What follows belongs to an exercise in optimizing a design on an open flow for small area, a short achievable clock period and few clock cycles per item; a production flow would make more cautious choices. Where RTL was checked, it was by simulation tests only, not by an equivalence proof against the original. No activity file was given, so power comes from the tool's default toggle rates.

Setup of the previous run:
==> flow/design.v <==
module spread_hash (
    input  wire          clk,
    input  wire          rst,         
    input  wire          start,       
    input  wire          kind,        
    input  wire [63:0]   mask,        
    input  wire [1023:0] words,       
    input  wire [31:0]   seed,        
    input  wire [319:0]  key,         
    output reg           done,        
    output wire [31:0]   hash
);
    localparam [511:0] CRC_L16 = 512'h8fc847e423f211f908fc047e8df746fbacb5d992e301fe487f24b05ad7e56bf235f91afc82b6ce93e8817440b5e8d53c6a9eba87d28be68dfc8e7e473f231f91;
    localparam [1023:0] CRC_L32 = 1024'h8fc8e57b47e472bd23f2395e11f91caf08fc8e57047e472b8df7c6ee46fbe377acb514c0d9926f1be301d2f6fe480c007f240600b05ae67bd7e596466bf2cb2335f965911afcb2c882b6bc1fce93bb74e88138c174409c60b5e8ab4bd53cb0de6a9e586fba87c94cd28b01dde68d6595fc8e57b17e472bd83f2395ec1f91caf6;
    reg          busy;        
    reg          st1;         
    reg          lh;          
    reg  [63:0]  pend;        
    reg  [63:0]  l1, l2;      
    reg  [7:0]   h1, h2, h3;  
    reg  [15:0]  w1, w2;      
    reg          v2;          
    reg  [31:0]  acc;         
    reg  [63:0]  kw;          
    reg  [9:0]   kptr;        
    assign hash = acc;
    reg  [7:0]   gb1, gb2;    
    reg  [7:0]   f1;          
    reg  [7:0]   f2a, f2b;    
    integer      g, k;
    always @* begin
        gb1[0] = 1'b0;
        gb2[0] = 1'b0;
        for (g = 1; g < 8; g = g + 1) begin
            gb1[g] = gb1[g-1] | h1[g-1];
            gb2[g] = gb2[g-1] | h2[g-1] | (gb1[g-1] & h1[g-1]);
        end
        for (g = 0; g < 8; g = g + 1) begin
            f1[g]  = h1[g] & ~gb1[g];
            f2a[g] = h2[g] & ~gb1[g];
            f2b[g] = h1[g] & gb1[g] & ~gb2[g];
        end
    end
    reg  [15:0]  ga [0:7];    
    reg  [15:0]  gb [0:7];    
    reg  [15:0]  rd1, rd2;
    reg  [63:0]  s1, s2;      
    always @* begin
        rd1 = 16'd0;
        rd2 = 16'd0;
        for (g = 0; g < 8; g = g + 1) begin
            ga[g] = 16'd0;
            gb[g] = 16'd0;
            for (k = 0; k < 8; k = k + 1) begin
                ga[g] = ga[g] | (words[16*(8*g+k) +: 16] & {16{l1[8*g+k]}});
                gb[g] = gb[g] | (words[16*(8*g+k) +: 16] & {16{l2[8*g+k]}});
                s1[8*g+k] = l1[8*g+k] & f1[g];
                s2[8*g+k] = (l2[8*g+k] & f2a[g]) | (l1[8*g+k] & f2b[g]);
            end
            rd1 = rd1 | (ga[g] & {16{f1[g]}});
            rd2 = rd2 | (gb[g] & {16{f2a[g]}}) | (ga[g] & {16{f2b[g]}});
        end
    end
    wire [63:0]  pend_next = start ? mask : (pend & ~s1 & ~s2);
    reg  [63:0]  nl1, nl2;
    reg  [7:0]   nh1, nh2, nh3;
    reg          e1, e2, e3;
    always @* begin
        for (g = 0; g < 8; g = g + 1) begin
            e1 = 1'b0;
            e2 = 1'b0;
            e3 = 1'b0;
            for (k = 0; k < 8; k = k + 1) begin
                nl1[8*g+k] = pend_next[8*g+k] & ~e1;
                nl2[8*g+k] = pend_next[8*g+k] & e1 & ~e2;
                e3 = e3 | (e2 & pend_next[8*g+k]);
                e2 = e2 | (e1 & pend_next[8*g+k]);
                e1 = e1 | pend_next[8*g+k];
            end
            nh1[g] = e1;
            nh2[g] = e2;
            nh3[g] = e3;
        end
    end
    reg          a1, a2, a3;  
    always @* begin
        a1 = 1'b0;
        a2 = 1'b0;
        a3 = 1'b0;
        for (g = 0; g < 8; g = g + 1) begin
            a3 = a3 | h3[g] | (a2 & h1[g]) | (a1 & h2[g]);
            a2 = a2 | h2[g] | (a1 & h1[g]);
            a1 = a1 | h1[g];
        end
    end
    wire         last_read = ~a3;
    reg  [31:0]  kpair;       
    reg  [63:0]  kinit;       
    integer      m, c;
    always @* begin
        kpair = 32'd0;
        for (c = 0; c < 10; c = c + 1)
            for (m = 0; m < 32; m = m + 1)
                kpair[m] = kpair[m] | (key[319 - 32*c - m] & kptr[c]);
        for (m = 0; m < 64; m = m + 1)
            kinit[m] = key[319 - m];
    end
    wire [15:0]  b1 = {w1[7:0], w1[15:8]};
    wire [15:0]  b2 = {w2[7:0], w2[15:8]};
    wire [15:0]  t1 = acc[15:0] ^ b1;
    wire [31:0]  t2 = acc ^ {b2, b1};
    reg  [31:0]  crc_a, crc_b;
    integer      o;
    always @* begin
        for (o = 0; o < 32; o = o + 1) begin
            crc_a[o] = (o < 16 ? acc[o + 16] : 1'b0) ^ (^(t1 & CRC_L16[16*o +: 16]));
            crc_b[o] = ^(t2 & CRC_L32[32*o +: 32]);
        end
    end
    wire [31:0]  crc_next = v2 ? crc_b : crc_a;
    wire [31:0]  tin;
    genvar       gj;
    generate
        for (gj = 0; gj < 16; gj = gj + 1) begin : g_in
            assign tin[gj]      = w1[15 - gj];
            assign tin[16 + gj] = w2[15 - gj];
        end
    endgenerate
    function [7:0] hank8;                     
        input [7:0]  x;
        input [14:0] h;
        integer      qq;
        begin
            for (qq = 0; qq < 8; qq = qq + 1)
                hank8[qq] = ^(x & h[qq +: 8]);
        end
    endfunction
    function [15:0] hank16;
        input [15:0] x;
        input [30:0] h;
        reg   [7:0]  p;
        begin
            p = hank8(x[7:0] ^ x[15:8], h[22:8]);
            hank16[7:0]  = p ^ hank8(x[7:0],  h[14:0]  ^ h[22:8]);
            hank16[15:8] = p ^ hank8(x[15:8], h[30:16] ^ h[22:8]);
        end
    endfunction
    wire [15:0]  tp  = hank16(tin[15:0] ^ tin[31:16], kw[46:16]);
    wire [15:0]  ty0 = tp ^ hank16(tin[15:0],  kw[30:0]  ^ kw[46:16]);
    wire [15:0]  ty1 = tp ^ hank16(tin[31:16], kw[62:32] ^ kw[46:16]);
    wire [31:0]  ty  = {ty1, ty0};            
    reg  [31:0]  tpz_next;
    integer      q;
    always @* begin
        for (q = 0; q < 32; q = q + 1)
            tpz_next[31 - q] = acc[31 - q] ^ ty[q];
    end
    always @(posedge clk) begin
        pend <= pend_next;
        l1   <= nl1;
        l2   <= nl2;
        h1   <= nh1;
        h2   <= nh2;
        h3   <= nh3;
        w1   <= rd1;
        w2   <= rd2;
        v2   <= f2a != 8'd0 || f2b != 8'd0;
        acc  <= st1 ? (kind ? 32'd0 : seed) : (kind ? tpz_next : crc_next);
        kw   <= st1 ? kinit : {kpair, kw[63:32]};
        kptr <= st1 ? 10'd4 : {kptr[8:0], kptr[9]};
        if (rst) begin
            busy <= 1'b0;
            st1  <= 1'b0;
            lh   <= 1'b0;
            done <= 1'b0;
        end else begin
            st1  <= start;
            lh   <= busy && h1 != 8'd0 && last_read;
            done <= lh || (st1 && h1 == 8'd0);
            busy <= start || (busy && !(lh || (st1 && h1 == 8'd0)));
        end
    end
endmodule
clock: 7.0 ns
lec_check: 0
cap_margin: 35
core_area: 10 10 500 500
die_area: 0 0 510 510
setup_slack_margin: 3.6
slew_margin: 35
standard.sh (not shown) runs the stock make flow with config.mk's settings and CLKGATE_MAP_FILE= SYNTH_SCRIPT=/design/flow/synth_recipe.tcl, a recipe that flattens the netlist after the stock synthesis.
==> flow/flow/run.sh <==
#!/bin/bash
# The standard layout (standard.sh: standard synthesis unchanged), except that the
# buffer that buffer_ports puts on every input and output port is the smallest buffer
# cell instead of the default choice (every port still gets its own buffer).
set -euo pipefail
export BUFFER_PORTS_ARGS="-buffer_cell sky130_fd_sc_hd__buf_1"
bash standard.sh finish > standard_flow.log 2>&1
Edits applied to the flow inputs when going from the previous run to the current run:
diff --git a/flow/design.v b/flow/design.v
--- a/flow/design.v
+++ b/flow/design.v
@@ -16,9 +16,9 @@
     reg          st1;         
     reg          lh;          
     reg  [63:0]  pend;        
     reg  [63:0]  l1, l2;      
-    reg  [7:0]   h1, h2, h3;  
+    reg  [7:0]   h1, h2;      
     reg  [15:0]  w1, w2;      
     reg          v2;          
     reg  [31:0]  acc;         
     reg  [63:0]  kw;          
@@ -62,39 +62,24 @@
         end
     end
     wire [63:0]  pend_next = start ? mask : (pend & ~s1 & ~s2);
     reg  [63:0]  nl1, nl2;
-    reg  [7:0]   nh1, nh2, nh3;
-    reg          e1, e2, e3;
+    reg  [7:0]   nh1, nh2;
+    reg          e1, e2;
     always @* begin
         for (g = 0; g < 8; g = g + 1) begin
             e1 = 1'b0;
             e2 = 1'b0;
-            e3 = 1'b0;
             for (k = 0; k < 8; k = k + 1) begin
                 nl1[8*g+k] = pend_next[8*g+k] & ~e1;
                 nl2[8*g+k] = pend_next[8*g+k] & e1 & ~e2;
-                e3 = e3 | (e2 & pend_next[8*g+k]);
                 e2 = e2 | (e1 & pend_next[8*g+k]);
                 e1 = e1 | pend_next[8*g+k];
             end
             nh1[g] = e1;
             nh2[g] = e2;
-            nh3[g] = e3;
         end
     end
-    reg          a1, a2, a3;  
-    always @* begin
-        a1 = 1'b0;
-        a2 = 1'b0;
-        a3 = 1'b0;
-        for (g = 0; g < 8; g = g + 1) begin
-            a3 = a3 | h3[g] | (a2 & h1[g]) | (a1 & h2[g]);
-            a2 = a2 | h2[g] | (a1 & h1[g]);
-            a1 = a1 | h1[g];
-        end
-    end
-    wire         last_read = ~a3;
     reg  [31:0]  kpair;       
     reg  [63:0]  kinit;       
     integer      m, c;
     always @* begin
@@ -160,9 +145,8 @@
         l1   <= nl1;
         l2   <= nl2;
         h1   <= nh1;
         h2   <= nh2;
-        h3   <= nh3;
         w1   <= rd1;
         w2   <= rd2;
         v2   <= f2a != 8'd0 || f2b != 8'd0;
         acc  <= st1 ? (kind ? 32'd0 : seed) : (kind ? tpz_next : crc_next);
@@ -174,9 +158,9 @@
             lh   <= 1'b0;
             done <= 1'b0;
         end else begin
             st1  <= start;
-            lh   <= busy && h1 != 8'd0 && last_read;
+            lh   <= busy && h1 != 8'd0 && pend_next == 64'd0;
             done <= lh || (st1 && h1 == 8'd0);
             busy <= start || (busy && !(lh || (st1 && h1 == 8'd0)));
         end
     end
## What came out
[compare] base=the previous run new=the current run: sequential share of cell area shrank by 0.23 points, fraction of area in non-clock buffers grew by 0.50 points, non-clock buffer count held steady.
Measured against each other, the previous run and the current run differ in routed wire length, the lower figure coming from the previous run.
The current run ends up with a design area that is about 0.6% lower than in the previous run.
Total via count in the routed design sits lower in the current run than in the previous run.
Total power consumption of the routed design delta for the current run relative to the previous run: 0.22 mW lower
When the current run is measured against the previous run, its number of setup buffers added after CTS turns out 9 higher.
Testbench counts of the current run, summed over its fixed seeds: cycles 20,313, items 1,920.
For the previous run, only the layout was checked, not whether the RTL still works.

[what the ideal ports hide]
The flow's constraints put no driver on any port. The routed layouts listed below were extracted and timed again, unchanged, in two steps.
Step 1, drivers: a clkbuf_16 drives clk and a buf_2 each remaining input, both assumed.
Step 2 adds t to the input delays and takes it off the output delays; t is the mean of the earliest and latest rising clock arrival at the registers after step 1. Input paths then give back, and output paths get back, about the clock's delay inside the block.
Slacks: ideal / step 1 / step 2; pairs: ideal / step 1.
run | shift t [ns] | setup WS [ns] | clock arrival spread, ns
the previous run | 0.812 | 3.450 / 3.450 / 2.935 | 0.062 / 0.061
the current run | 0.774 | 3.561 / 3.561 / 2.829 | 0.069 / 0.069
After both steps every run listed still meets setup and hold. For the current run, which loses most, drivers alone change the setup slack by 0.000 ns; drivers and shift together by -0.732 ns.
